Source: an optimization exercise on an open RTL-to-GDS flow (aim: small area, a short achievable clock period and few clock cycles per item). Production flows keep margins and buffers that such runs may drop. Where RTL was checked, it was by simulation tests only, not by an equivalence proof against the original. Power is estimated from default activity; no workload was simulated.

delta:
==> flow/design.v (excerpt) <==
module feq_recip (
    input  wire        clk,
    input  wire        rst,         
    input  wire        in_valid,
    output wire        in_ready,
    input  wire [15:0] a_raw,       
    input  wire [15:0] b_raw,       
    output reg         out_valid,
    input  wire        out_ready,
    output wire [31:0] out_re,      
    output wire [31:0] out_im,      
    output reg  [3:0]  out_sh,      
    output reg         out_dead
);
Size in the first run: about 3200 cells after synthesis, ~410 flip-flops, roughly 110 I/O pins, roughly 30000 µm² of cells after synthesis.
Settings: LEC_CHECK=0, CAP_MARGIN=20, CORE_MARGIN=2, CORE_UTILIZATION=40, SLEW_MARGIN=20, SYNTH_HIERARCHICAL=0; clock period 12.0 ns.
standard.sh (not shown) runs the stock make flow with config.mk's settings and CLKGATE_MAP_FILE= SYNTH_SCRIPT=/design/flow/synth_recipe.tcl, a recipe that flattens the netlist after the stock synthesis.
==> flow/flow/run.sh <==
#!/bin/bash
# Standard ORFS layout, with timing repair asked to leave extra setup
# slack (the clock and constraints are the design's own).
set -euo pipefail
export SETUP_SLACK_MARGIN=${MARGIN:-7.5}
bash standard.sh > standard.log 2>&1 || { tail -50 standard.log; exit 1; }
Testbench counts of delta, summed over its fixed seeds: cycles 36,196, items 2,400.
Changes in gamma relative to delta:
Settings: SETUP_SLACK_MARGIN now 5, previously not set.
==> flow/run.sh (new file) <==
#!/bin/bash
# synth_recipe.tcl (not shown) runs the flow's synth.tcl, then flattens the netlist and writes it again
# the make line also repeats each setting of config.mk as NAME=value (left out here)
make -C /OpenROAD-flow-scripts/flow DESIGN_CONFIG=/design/flow/config.mk WORK_HOME=/design/flow/orfs CLKGATE_MAP_FILE= SYNTH_SCRIPT=/design/flow/synth_recipe.tcl finish
removed: flow/flow/run.sh
removed: flow/standard.sh
--- outcome ---
- Against delta, gamma reports a total power that is lower.
- The setup slack of the worst register-to-register path of gamma was inferior to that of delta.
- gamma vs. delta: sequential power climbed about 3%, layout overhead on the synthesized area -6.6 points, final standard cell area without fillers shows a reduction of 5.7%, placed standard-cell area now sits at about the same level.
- Compared with delta, in gamma share of cells above drive strength 1 shrank by 6.4 points; routed length on met2 has decreased; post-CTS setup repair buffer count fell 67.

job 5118:
feq_recip again, from the RTL that the note above started with.
==> flow/config.mk <==
export PLATFORM = sky130hd
export DESIGN_NAME = feq_recip
export DESIGN_NICKNAME = feq_recip
export VERILOG_FILES = /design/flow/design.v
export SDC_FILE = /design/flow/constraint.sdc
export NUM_CORES = 4
export LEC_CHECK = 0
export CAP_MARGIN = 20
export CORE_MARGIN = 2
export CORE_UTILIZATION = 40
export SLEW_MARGIN = 20
export SYNTH_HIERARCHICAL = 0
==> flow/constraint.sdc <==
create_clock -name core_clock -period 12.0 [get_ports {clk}]
set_input_delay 2.4000 -clock core_clock [delete_from_list [all_inputs] [get_ports {clk}]]
set_output_delay 2.4000 -clock core_clock [all_outputs]
set_load 0.01 [all_outputs]
==> flow/flow/run.sh <==
#!/bin/bash
# Standard ORFS layout, with timing repair asked to leave extra setup
# slack (the clock and constraints are the design's own).
set -euo pipefail
export SETUP_SLACK_MARGIN=${MARGIN:-6.5}
bash standard.sh > standard.log 2>&1 || { tail -50 standard.log; exit 1; }
Testbench counts of job 5118, summed over its fixed seeds: cycles 36,196, items 2,400.
## Diff of input files: job 3230 against job 5118
==> flow/flow/run.sh <==
#!/bin/bash
# Standard ORFS layout, with timing repair asked to leave extra setup
# slack (the clock and constraints are the design's own).
set -euo pipefail
export SETUP_SLACK_MARGIN=${MARGIN:-7}
bash standard.sh > standard.log 2>&1 || { tail -50 standard.log; exit 1; }
==> comparison <==
- In summary, job 3230 completed successfully, with a layout that passed the timing, design-rule and antenna checks.
- [compare] base=job 5118 new=job 3230: post-layout minimum cycle time dropped 330 ps; detailed-route wire length increased by 2.2% relative to the old numbers.
- The die footprint of job 5118 and that of job 3230 are within noise of each other.
- Relative to job 5118, worst hold slack has gone down in job 3230.
- Against job 5118, job 3230 reports a number of antenna violations at the first check in global routing that is lower.
- Compared with job 5118, job 3230 has extra setup slack.
- Post-CTS resize count in job 3230 is 23 higher than in job 5118
Edits applied to the flow inputs when going from job 3230 to job 2639:
- CORE_UTILIZATION: 40 -> 60
==> comparison <==
Job 2639 finished all stages; the layout is clean. Diff job 3230 -> job 2639 | count of clock-buffer cells in the layout | increase of about 10%. In job 2639, the routed wire length on met3 came out about 60% above the value in job 3230. Summary of job 2639 over job 3230: simple-gate portion of the synthesized area was more or less identical; detail-routed via count per cell went up by 11%; slack of the worst reg-to-reg path went down by 50 ps. In the flow results for job 2639 and job 3230, the worst-margin pin slew is larger on job 3230. Diff job 3230..job 2639 | detailed-router iteration count before antenna repair | unchanged. Job 2639 gives more final period utilization than job 3230 did. Floorplan die area ended up about 33% lower on job 2639 than on job 3230. Job 2639 — via count of the routed design 647 higher, job 3230 as reference. Between job 3230 and job 2639, the flow reports fmax decreasing slightly.

Another version of the RTL of feq_recip (not shown whole).
Size: ~110 I/O pins, roughly 0.030 sq mm of cells after synthesis.
Settings: LEC_CHECK=0, CAP_MARGIN=20, CORE_MARGIN=2, CORE_UTILIZATION=40, SETUP_SLACK_MARGIN=5, SLEW_MARGIN=20, SYNTH_HIERARCHICAL=0; clock period 12.0 ns.
run.sh (not shown) runs the stock make flow with config.mk's settings and CLKGATE_MAP_FILE= SYNTH_SCRIPT=/design/flow/synth_recipe.tcl, a recipe that flattens the netlist after the stock synthesis.
Stock flow here: none of the scripts above is used.
Next try:
==> flow/flow/run.sh (new file) <==
#!/bin/bash
# Standard ORFS layout, with timing repair asked to leave extra setup
# slack (the clock and constraints are the design's own).
set -euo pipefail
export SETUP_SLACK_MARGIN=${MARGIN:-8}
bash standard.sh > standard.log 2>&1 || { tail -50 standard.log; exit 1; }
==> flow/standard.sh (new file) <==
#!/bin/bash
# synth_recipe.tcl (not shown) runs the flow's synth.tcl, then flattens the netlist and writes it again
# the make line also repeats each setting of config.mk as NAME=value (left out here)
make -C /OpenROAD-flow-scripts/flow DESIGN_CONFIG=/design/flow/config.mk WORK_HOME=/design/flow/orfs CLKGATE_MAP_FILE= SYNTH_SCRIPT=/design/flow/synth_recipe.tcl "${@:-finish}"
Settings changed: SETUP_SLACK_MARGIN 5 to default.
removed: flow/run.sh
After rerunning: Power rose by about a fifth. Final cell count increases by a few percent. Area after synthesis does not change.
Function was not checked in any run of this note: the RTL went through the layout flow alone.

[afterwards: timing with drivers on the ports]
Ports are ideal in the flow. The routed layouts listed here were re-timed in OpenROAD. Step 1 assumes that a clkbuf_16 drives the clock port and a buf_2 every other input. Step 2 adds t to the input delays and takes it off the output delays; t is the mean of the earliest and latest rising clock arrival at the registers after step 1. Input paths then give back, and output paths get back, about the clock's delay inside the block. Three values: ideal, step 1, step 2; two values: the first two.
run | t, ns | slack for setup (ns) | latest minus earliest clock arrival (ns) | worst register clock-pin slew, ns
delta | 0.672 | 7.329 / 7.265 / 7.290 | 0.042 / 0.042 | 0.07 / 0.07
gamma | 0.655 | 5.951 / 5.886 / 6.226 | 0.027 / 0.027 | 0.06 / 0.06
job 5118 | 0.656 | 6.829 / 6.764 / 6.867 | 0.026 / 0.026 | 0.06 / 0.06
job 3230 | 0.669 | 7.163 / 7.099 / 7.021 | 0.045 / 0.045 | 0.07 / 0.07
job 2639 | 0.653 | 7.134 / 7.075 / 7.216 | 0.036 / 0.036 | 0.07 / 0.07
the first run of note 3 | 0.655 | 5.951 / 5.886 / 6.226 | 0.027 / 0.027 | 0.06 / 0.06
the second run of note 3 | 0.649 | 7.456 / 7.396 / 7.493 | 0.070 / 0.071 | 0.06 / 0.06
After both steps every run listed still meets setup and hold. The setup slack of job 3230, which loses most, moves by -0.064 ns with the drivers and by -0.142 ns with both steps.
